This design comes from an exercise in tuning for small area, a short achievable clock period and few clock cycles per item on the open sky130 flow, not from production work.
RTL that was checked went through simulation tests only; none was proved equivalent to the original.
The flow treats the clock pin as an ideal source. Dropping or thinning the clock tree relies on that and would not hold on a real chip.
Power is estimated from default activity; no workload was simulated.

rev 12:
==> module xt1_c1_enc, before the edit <==
module xt1_c1_enc (
  input  wire       clk,
  input  wire       rst,         
  input  wire       in_valid,
  output wire       in_ready,
  input  wire [7:0] in_data,     
  output reg        out_valid,
  output reg  [7:0] out_data     
);
  reg  [4:0] phase;              
  reg  [9:0] cnt;                
  reg        rdy;                
  reg        clr_rev;            
  reg        sh_rev;             
  reg        oact;               
  reg  [1:0] orev;               
  assign in_ready = rdy;
  wire acc    = in_valid && rdy;
  wire ph_end = (phase == 5'd31);
  wire last   = ph_end && (cnt[9:5] == 5'd31);
  always @(posedge clk) begin
    if (rst) begin
      phase   <= 5'd0;
      cnt     <= 10'd0;
      rdy     <= 1'b1;
      clr_rev <= 1'b1;
      sh_rev  <= 1'b0;
      oact    <= 1'b0;
      orev    <= 2'd0;
    end else begin
      phase <= phase + 5'd1;
      if (acc) begin
        cnt <= cnt + 10'd1;
        rdy <= !last;
      end else begin
        rdy <= (phase + 5'd1 == cnt[4:0]) && (!oact || (orev == 2'd3 && ph_end));
      end
      if (ph_end) begin
        clr_rev <= oact && (orev == 2'd3);
        sh_rev  <= acc && (cnt[9:5] != 5'd31);
      end
      if (acc && last) begin
        oact <= 1'b1;
        orev <= 2'd0;
      end else if (oact && ph_end) begin
        orev <= orev + 2'd1;
        if (orev == 2'd3)
          oact <= 1'b0;
      end
    end
  end
  wire [7:0] gd = acc ? in_data : 8'd0;
  reg  [255:0] x0, x1, x2, x3;
  function [7:0] rot;
    input [7:0] s0, b1, b2;
    input integer d;
    reg [23:0] w;
    begin
      w   = {s0, b1, b2};
      rot = w[16 - d +: 8];
    end
  endfunction
  reg [7:0] p1_1, p1_2, p1_3, p2_3;
  always @(posedge clk) begin
    p1_1 <= x1[7:0];
    p1_2 <= x2[7:0];
    p1_3 <= x3[7:0];
    p2_3 <= p1_3;
  end
  wire ph0  = (phase == 5'd0);
  wire ph01 = (phase[4:1] == 4'd0);
  wire [7:0] b1_1 = ph0  ? x1[255:248] : p1_1;
  wire [7:0] b1_2 = ph0  ? x2[255:248] : p1_2;
  wire [7:0] b1_3 = ph0  ? x3[255:248] : p1_3;
  wire [7:0] b2_3 = ph01 ? x3[247:240] : p2_3;
  wire [7:0] w0 = clr_rev ? 8'd0 : x0[7:0];
  wire [7:0] w1 = clr_rev ? 8'd0 : sh_rev ? rot(x1[7:0], b1_1, 8'd0, 2)  : x1[7:0];
  wire [7:0] w2 = clr_rev ? 8'd0 : sh_rev ? rot(x2[7:0], b1_2, 8'd0, 6)  : x2[7:0];
  wire [7:0] w3 = clr_rev ? 8'd0 : sh_rev ? rot(x3[7:0], b1_3, b2_3, 14) : x3[7:0];
  always @(posedge clk) begin
    x0 <= {w0 ^ gd, x0[255:8]};
    x1 <= {w1 ^ gd, x1[255:8]};
    x2 <= {w2 ^ gd, x2[255:8]};
    x3 <= {w3 ^ gd, x3[255:8]};
  end
  reg [8:0] pp;                  
  reg [7:0] l0, l1, l3;
  integer   b;
  always @* begin
    for (b = 0; b < 9; b = b + 1)
      pp[b] = x0[b] ^ x1[(b + 63) % 256] ^ x2[(b + 189) % 256] ^ x3[(b + 185) % 256];
    for (b = 0; b < 8; b = b + 1) begin
      l0[b] = x0[b];
      l1[b] = x1[(b + 63) % 256];
      l3[b] = x3[(b + 185) % 256];
    end
  end
  always @(posedge clk) begin
    if (rst)
      out_valid <= 1'b0;
    else
      out_valid <= oact;
    case (orev)
      2'd0: out_data <= pp[7:0];
      2'd1: out_data <= l0 ^ pp[8:1];
      2'd2: out_data <= l0 ^ l1 ^ pp[8:1];
      default: out_data <= l3 ^ pp[8:1];
    endcase
  end
endmodule
==> flow/config.mk <==
export PLATFORM = sky130hd
export DESIGN_NAME = xt1_c1_enc
export DESIGN_NICKNAME = xt1_c1_enc
export VERILOG_FILES = /design/flow/design.v
export SDC_FILE = /design/flow/constraint.sdc
export NUM_CORES = 4
export LEC_CHECK = 0
export CAP_MARGIN = 20
export CORE_MARGIN = 2
export CORE_UTILIZATION = 55
export PLACE_DENSITY = 0.65
export SLEW_MARGIN = 20
==> flow/constraint.sdc <==
create_clock -name core_clock -period 10.0 [get_ports {clk}]
set_input_delay 2.0000 -clock core_clock [delete_from_list [all_inputs] [get_ports {clk}]]
set_output_delay 2.0000 -clock core_clock [all_outputs]
set_load 0.01 [all_outputs]
standard.sh (not shown) runs the stock make flow with config.mk's settings and CLKGATE_MAP_FILE= SYNTH_SCRIPT=/design/flow/synth_recipe.tcl, a recipe that flattens the netlist after the stock synthesis.
==> flow/flow/run.sh <==
#!/bin/bash
# Own layout flow: the standard flow (standard.sh) with
#  - port buffers of a fast cell instead of the default pick,
set -euo pipefail
W=$(pwd)
F=$W/flow
source $F/knobs.sh
export BUFFER_PORTS_ARGS="-buffer_cell $PORT_BUF"
export PRE_CTS_TCL=$F/pre_cts.tcl
export POST_CTS_TCL=$F/post_cts.tcl
export MYTREE_DIR=$F MYTREE_NLEAF MYTREE_NROOT MYTREE_LEAF MYTREE_ROOT
export SETUP_EXTRA_MARGIN
bash standard.sh > $W/standard_flow.log 2>&1
Other scripts of this flow, unchanged in this note and not shown: flow/flow/knobs.sh, flow/flow/mytree.tcl, flow/flow/outflops.tcl, flow/flow/post_cts.tcl, flow/flow/pre_cts.tcl
Input changes introduced in rev 13 (baseline for comparison: rev 12):
--- a/flow/design.v
+++ b/flow/design.v
@@ -10,12 +10,13 @@
   reg  [4:0] phase;              
   reg  [9:0] cnt;                
   reg        rdy;                
+  reg        rdy_n;              
   reg        clr_rev;            
   reg        sh_rev;             
   reg        oact;               
   reg  [1:0] orev;               
   assign in_ready = rdy;
-  wire acc    = in_valid && rdy;
+  wire acc    = in_valid && !rdy_n;
   wire ph_end = (phase == 5'd31);
   wire last   = ph_end && (cnt[9:5] == 5'd31);
   always @(posedge clk) begin
@@ -23,6 +24,7 @@
       phase   <= 5'd0;
       cnt     <= 10'd0;
       rdy     <= 1'b1;
+      rdy_n   <= 1'b0;
       clr_rev <= 1'b1;
       sh_rev  <= 1'b0;
       oact    <= 1'b0;
@@ -30,10 +32,12 @@
     end else begin
       phase <= phase + 5'd1;
       if (acc) begin
-        cnt <= cnt + 10'd1;
-        rdy <= !last;
+        cnt   <= cnt + 10'd1;
+        rdy   <= !last;
+        rdy_n <= last;
       end else begin
-        rdy <= (phase + 5'd1 == cnt[4:0]) && (!oact || (orev == 2'd3 && ph_end));
+        rdy   <= (phase + 5'd1 == cnt[4:0]) && (!oact || (orev == 2'd3 && ph_end));
+        rdy_n <= !((phase + 5'd1 == cnt[4:0]) && (!oact || (orev == 2'd3 && ph_end)));
       end
       if (ph_end) begin
         clr_rev <= oact && (orev == 2'd3);
### Flow results
Rev 13 | status: complete | timing, DRC, antenna: pass
Per the comparison of rev 13 with rev 12, register-to-register slack rose 0.12 ns, number of antenna violations at the first check in global routing climbed 1, relative slew slack went down, total number of vias picked up an extra 91.
In the metrics for rev 13 and rev 12, the one carrying the higher maximum vdd ir drop is rev 12.
Compared with rev 12, in rev 13 leakage power figure held, area share of and/or/nand/nor cells after synthesis about even, met2 wire length +1.9%.
Testbench counts of rev 13, summed over its fixed seeds: cycles 55,296, codewords 48.
For rev 12, only the layout was checked, not whether the RTL still works. No run of this note takes its clock network from TritonCTS; it comes from the design's own scripts or RTL.

[static timing again, ports no longer ideal]
The results above use ideal ports. As a check the final layouts listed here were re-extracted and re-timed, cells and wires unchanged. Step 1 sets driving cells, clkbuf_16 on the clock port and buf_2 on the other inputs (assumed; they add their load-dependent delay and slew). Step 2 also shifts input and output timing later by t, the mid clock arrival at the registers, as if the neighbouring blocks saw the same clock. Slacks: no drivers / after step 1 / after step 2; pairs: no drivers / after step 1.
| run | shift t [ns] | setup slack, ns | hold WS [ns] | clock arrival spread, ns | worst data-port slew with drivers (ns) |
|---|---|---|---|---|---|
| rev 12 | 0.485 | 7.043 / 6.940 / 7.125 | 0.309 / 0.309 / 0.309 | 0.038 / 0.038 | 0.06 |
| rev 13 | 0.495 | 7.162 / 7.055 / 7.081 | 0.306 / 0.306 / 0.306 | 0.033 / 0.032 | 0.04 |
After both steps setup and hold are still met in every run listed. For rev 13, which loses most, drivers alone change the setup slack by -0.107 ns; drivers and shift together by -0.081 ns.
